Background: an optimization exercise with open tools, aiming at small area and a short achievable clock period. Do not read the settings as production practice.
In this exercise RTL edits were held to simulation tests only and were not proved equivalent to the original.

==> flow/design.v (excerpt) <==
module vec_fma (
    input  wire        clk,
    input  wire        rst,
    input  wire        in_valid,
    input  wire [31:0] in_a,
    input  wire [31:0] in_b,
    input  wire [31:0] in_c,
    output reg         out_valid,
    output reg  [31:0] out_r
);
Settings: LEC_CHECK=0, ABC_AREA=1, CAP_MARGIN=20, CORE_MARGIN=2, CORE_UTILIZATION=40, CTS_CLUSTER_DIAMETER=120, CTS_CLUSTER_SIZE=24, SLEW_MARGIN=20; clock period 25.0 ns.
standard.sh (not shown) runs the stock make flow with config.mk's settings and CLKGATE_MAP_FILE= SYNTH_SCRIPT=/design/flow/synth_recipe.tcl, a recipe that flattens the netlist after the stock synthesis.
==> flow/flow/run.sh <==
#!/bin/bash
# Standard ORFS layout; repair_timing aims for a setup slack of at least
# 19.1 ns at the design's clock period.
set -euo pipefail
bash standard.sh SETUP_SLACK_MARGIN=19.1 'BUFFER_PORTS_ARGS=-buffer_cell sky130_fd_sc_hd__buf_2' finish > standard.log 2>&1
Then changed:
==> flow/flow/run.sh (replaced) <==
#!/bin/bash
# Standard ORFS layout; repair_timing aims for a setup slack of at least
# 19.15 ns at the design's clock period.
set -euo pipefail
bash standard.sh SETUP_SLACK_MARGIN=19.15 'BUFFER_PORTS_ARGS=-buffer_cell sky130_fd_sc_hd__buf_2' finish > standard.log 2>&1
--- a/flow/config.mk
+++ b/flow/config.mk
@@ -12,2 +12,2 @@
-export CTS_CLUSTER_DIAMETER = 120
-export CTS_CLUSTER_SIZE = 24
+export CTS_CLUSTER_DIAMETER = 110
+export CTS_CLUSTER_SIZE = 27
What happened: Routed wire length drops by 0.92%; clock-buffer cell count climbs by 3; register-to-register slack improved by 260 ps; sequential share of layout area stays flat; synthesized area stays the same; design area climbs by 0.59%; synthesized cell count stays the same.

========
Setup of run A:
vec_fma, a different RTL version from the one above (not shown whole).
For scale: roughly 5900 cells after synthesis, about 370 flip-flops, ~130 I/O pins, about 41000 sq um of cells after synthesis.
==> flow/design.v (excerpt) <==
module vec_fma (
    input  wire        clk,
    input  wire        rst,
    input  wire        in_valid,
    input  wire [31:0] in_a,
    input  wire [31:0] in_b,
    input  wire [31:0] in_c,
    output reg         out_valid,
    output reg  [31:0] out_r
);
    reg        s0_valid;
    reg [31:0] s0_a, s0_b, s0_c;
    reg        s0_afz, s0_bfz, s0_cfz, s0_aez, s0_bez, s0_cez;
    wire [25:0] ibx = {2'b00, in_b[30:23] != 8'd0, in_b[22:0]};
    wire [12:0] e_one, e_two;
    wire [12:0] e_neg;
    genvar gk;
    generate
        for (gk = 0; gk < 13; gk = gk + 1) begin : g_benc
            wire x2 = ibx[2*gk+1];
            wire x1 = ibx[2*gk];
            wire x0 = (gk == 0) ? 1'b0 : ibx[2*gk-1];
            assign e_one[gk] = x1 ^ x0;
            assign e_two[gk] = (x2 & ~x1 & ~x0) | (~x2 & x1 & x0);
            assign e_neg[gk] = x2;
        end
    endgenerate
    reg [12:0] s0_one, s0_two;
    reg [11:0] s0_neg;
    always @(posedge clk) begin
        if (rst) s0_valid <= 1'b0;
        else     s0_valid <= in_valid;
        s0_a <= in_a;
        s0_b <= in_b;
        s0_c <= in_c;
        s0_one <= e_one;
        s0_two <= e_two;
        s0_neg <= e_neg[11:0];
        s0_afz <= (in_a[22:0] == 23'd0);
        s0_bfz <= (in_b[22:0] == 23'd0);
        s0_cfz <= (in_c[22:0] == 23'd0);
  ...
Settings: LEC_CHECK=0, ABC_AREA=1, CAP_MARGIN=20, CORE_MARGIN=2, CORE_UTILIZATION=40, CTS_CLUSTER_DIAMETER=120, CTS_CLUSTER_SIZE=24, SLEW_MARGIN=20; clock period 25.0 ns.
==> flow/flow/run.sh <==
#!/bin/bash
# Standard ORFS layout; repair_timing aims for a setup slack of at least
# 18.95 ns at the design's clock period.
set -euo pipefail
bash standard.sh SETUP_SLACK_MARGIN=18.95 'BUFFER_PORTS_ARGS=-buffer_cell sky130_fd_sc_hd__buf_2' finish > standard.log 2>&1
What run B does differently from run A at the input level:
--- a/flow/config.mk
+++ b/flow/config.mk
@@ -10,3 +10,3 @@
 export CORE_MARGIN = 2
-export CORE_UTILIZATION = 40
+export CORE_UTILIZATION = 50
 export CTS_CLUSTER_DIAMETER = 120
--- outcome ---
Run B ran to completion and came out clean on the timing, design-rule and antenna checks. Looking at diode insertion count for antenna repair, run B sits above run A. Comparing run B with run A, the HPWL reported at the end of detailed placement came out essentially unchanged. Going from run A to run B, the die area was shrunk. Diff run A -> run B: time the worst path needs with I/O delays and setup went down by 0.019 ns; count of clock-buffer cells in the layout rose about 12%.
> inputs changed (run B -> run C)
--- a/flow/config.mk
+++ b/flow/config.mk
@@ -10,3 +10,3 @@
 export CORE_MARGIN = 2
-export CORE_UTILIZATION = 50
+export CORE_UTILIZATION = 45
 export CTS_CLUSTER_DIAMETER = 120
Findings:
When the final numbers for run C and run B were put side by side, the required time of the worst setup path turned out to be smaller in run C.
Sort run C and run B by non-filler instance count after layout asc -> top: run B
Design area: run C worse than run B
The filler cell count in run B is 0.876 times that in run C.
On total core area, run B beats run C.
As far as layout multi-input combinational cell count goes, run C and run B are indistinguishable; the numbers are identical.
Run C vs run B: die area up by more than 10%
### run C -> run D
==> flow/flow/run.sh <==
#!/bin/bash
# Standard ORFS layout; repair_timing aims for a setup slack of at least
# 18.9 ns at the design's clock period.
set -euo pipefail
bash standard.sh SETUP_SLACK_MARGIN=18.9 'BUFFER_PORTS_ARGS=-buffer_cell sky130_fd_sc_hd__buf_2' finish > standard.log 2>&1
==> notes.md <==
Global-route usage: run D vs run C — no meaningful difference
Summary of run D over run C: setup slack lower; share of the core filled with cells dropped 0.16 points; total detailed-routing wirelength shows no meaningful change.

========
wip/lagoon:
vec_fma again, from the RTL that the note above started with.
## vec_fma
module vec_fma (
    input  wire        clk,
    input  wire        rst,
    input  wire        in_valid,
    input  wire [31:0] in_a,
    input  wire [31:0] in_b,
    input  wire [31:0] in_c,
    output reg         out_valid,
    output reg  [31:0] out_r
);
    reg        s0_valid;
    reg [31:0] s0_a, s0_b, s0_c;
    reg        s0_afz, s0_bfz, s0_cfz, s0_aez, s0_bez, s0_cez;
    wire [25:0] ibx = {2'b00, in_b[30:23] != 8'd0, in_b[22:0]};
    wire [12:0] e_one, e_two;
    wire [12:0] e_neg;
    genvar gk;
    generate
        for (gk = 0; gk < 13; gk = gk + 1) begin : g_benc
            wire x2 = ibx[2*gk+1];
            wire x1 = ibx[2*gk];
            wire x0 = (gk == 0) ? 1'b0 : ibx[2*gk-1];
            assign e_one[gk] = x1 ^ x0;
            assign e_two[gk] = (x2 & ~x1 & ~x0) | (~x2 & x1 & x0);
            assign e_neg[gk] = x2;
        end
    endgenerate
    reg [12:0] s0_one, s0_two;
    reg [11:0] s0_neg;
    always @(posedge clk) begin
        if (rst) s0_valid <= 1'b0;
        else     s0_valid <= in_valid;
        s0_a <= in_a;
        s0_b <= in_b;
        s0_c <= in_c;
        s0_one <= e_one;
        s0_two <= e_two;
        s0_neg <= e_neg[11:0];
        s0_afz <= (in_a[22:0] == 23'd0);
        s0_bfz <= (in_b[22:0] == 23'd0);
        s0_cfz <= (in_c[22:0] == 23'd0);
        s0_aez <= (in_a[30:23] == 8'd0);
        s0_bez <= (in_b[30:23] == 8'd0);
        s0_cez <= (in_c[30:23] == 8'd0);
    end
    wire       sa = s0_a[31];
    wire       sb = s0_b[31];
    wire       sc = s0_c[31];
    wire [7:0] ea = s0_a[30:23];
    wire [7:0] eb = s0_b[30:23];
    wire [7:0] ec = s0_c[30:23];
    wire a_ez = s0_aez, b_ez = s0_bez, c_ez = s0_cez;
    wire a_e1 = (ea == 8'hFF), b_e1 = (eb == 8'hFF), c_e1 = (ec == 8'hFF);
    wire a_fz = s0_afz;
    wire b_fz = s0_bfz;
    wire c_fz = s0_cfz;
    wire a_zero = a_ez & a_fz, b_zero = b_ez & b_fz, c_zero = c_ez & c_fz;
  ...
==> flow/config.mk <==
export PLATFORM = sky130hd
export DESIGN_NAME = vec_fma
export DESIGN_NICKNAME = vec_fma
export VERILOG_FILES = /design/flow/design.v
export SDC_FILE = /design/flow/constraint.sdc
export NUM_CORES = 4
export LEC_CHECK = 0
export ABC_AREA = 1
export CAP_MARGIN = 20
export CORE_MARGIN = 2
export CORE_UTILIZATION = 40
export CTS_CLUSTER_DIAMETER = 120
export CTS_CLUSTER_SIZE = 24
export SLEW_MARGIN = 20
==> flow/constraint.sdc <==
create_clock -name core_clock -period 25.0 [get_ports {clk}]
set_input_delay 5.0000 -clock core_clock [delete_from_list [all_inputs] [get_ports {clk}]]
set_output_delay 5.0000 -clock core_clock [all_outputs]
set_load 0.01 [all_outputs]
==> flow/flow/run.sh <==
#!/bin/bash
# Standard ORFS layout; repair_timing aims for a setup slack of at least
# 18.9 ns at the design's clock period.
set -euo pipefail
bash standard.sh SETUP_SLACK_MARGIN=18.9 'BUFFER_PORTS_ARGS=-buffer_cell sky130_fd_sc_hd__buf_2' finish > standard.log 2>&1
wip/lagoon was carried through to the last stage, and its layout satisfied the timing, design-rule and antenna checks.
Relative to wip/lagoon, the following input files were edited for wip/fjord:
- an added TNS_END_PERCENT of 50
==> flow/flow/run.sh <==
#!/bin/bash
# Standard ORFS layout; repair_timing aims for a setup slack of at least
# 18.95 ns at the design's clock period.
set -euo pipefail
bash standard.sh SETUP_SLACK_MARGIN=18.95 'BUFFER_PORTS_ARGS=-buffer_cell sky130_fd_sc_hd__buf_2' finish > standard.log 2>&1
Results
Looking at fraction of met3 tracks used by global routing, wip/fjord sits below wip/lagoon.
On sequential share of layout area, wip/lagoon and wip/fjord are basically level.
Diff wip/fjord..wip/lagoon | starting density of the core | unchanged
The setup slack of wip/fjord is smaller than that of wip/lagoon.
The inputs of wip/zinc differ from those of wip/fjord as listed below.
- removing TNS_END_PERCENT (formerly 50)
- removing CTS_CLUSTER_DIAMETER (formerly 120)
- removing CTS_CLUSTER_SIZE (formerly 24)
[summary]
The setup slack reported for wip/zinc is greater than that of wip/fjord by 48 ps. Delta (wip/zinc minus wip/fjord): detailed router's first-iteration violation count increased by 168 relative to the old numbers, number of rows created at floorplan closely matched the old numbers, number of vias per cell after detailed routing decreased by 0.019 relative to the old numbers. Compared with wip/fjord, wip/zinc shows a higher utilization. Delta (wip/zinc minus wip/fjord): via count stayed essentially flat; number of filler instances in the final layout -0.50%; growth of design area from synthesis to finish up 1.8 points; post-CTS setup buffer count now larger.
## Diff of input files: wip/maple against wip/zinc
- setting CTS_CLUSTER_SIZE to 20 for the first time
- setting CTS_CLUSTER_DIAMETER to 100 for the first time
==> notes.md <==
Comparing length of routed met3 wiring for wip/maple and wip/zinc, the smaller number came from wip/zinc.
Compared to wip/zinc, the routing of wip/maple uses less wire.
Looking at tightest slew margin relative to the limit, wip/maple sits below wip/zinc.
In the reports for wip/maple and wip/zinc, the larger sequential share of cell area belongs to wip/maple.
Comparing wip/maple and wip/zinc, the lower detail-routed via count per cell was measured on wip/zinc.

-- afterwards: timing with drivers on the ports --
No port has a modelled driver above. Below, the same layouts with a new extraction and two added sets of constraints. Step 1 sets driving cells, clkbuf_16 on the clock port and buf_2 on the other inputs (assumed; they add their load-dependent delay and slew). Step 2, shift: input delay + t, output delay - t, t = (earliest + latest rising clock arrival at the registers) / 2. This alone moves slack from input paths to output paths. Three values: no drivers, after step 1, after step 2; two values: the first two.
run	shift t [ns]	setup slack, ns	worst hold slack (ns)	worst setup path at the end
the first run of note 1	0.674	18.955 / 18.891 / 18.786	0.394 / 0.394 / 0.394	input to register
the second run of note 1	0.705	18.919 / 18.851 / 18.743	0.385 / 0.385 / 0.385	input to register
run A	0.702	18.923 / 18.849 / 18.429	0.336 / 0.336 / 0.336	input to register
run B	0.667	18.943 / 18.875 / 18.327	0.338 / 0.338 / 0.338	input to register
run C	0.677	18.959 / 18.889 / 18.420	0.343 / 0.343 / 0.343	input to register
run D	0.672	18.950 / 18.882 / 18.447	0.342 / 0.342 / 0.342	input to register
wip/lagoon	0.699	18.928 / 18.854 / 18.474	0.336 / 0.336 / 0.336	input to register
wip/fjord	0.703	18.897 / 18.823 / 18.444	0.335 / 0.335 / 0.335	input to register
wip/zinc	0.693	18.944 / 18.870 / 18.452	0.328 / 0.328 / 0.328	input to register
wip/maple	0.704	18.922 / 18.848 / 18.456	0.333 / 0.333 / 0.333	input to register
After both steps every run listed still meets setup and hold. The setup slack of run B, which loses most, moves by -0.068 ns with the drivers and by -0.616 ns with both steps.
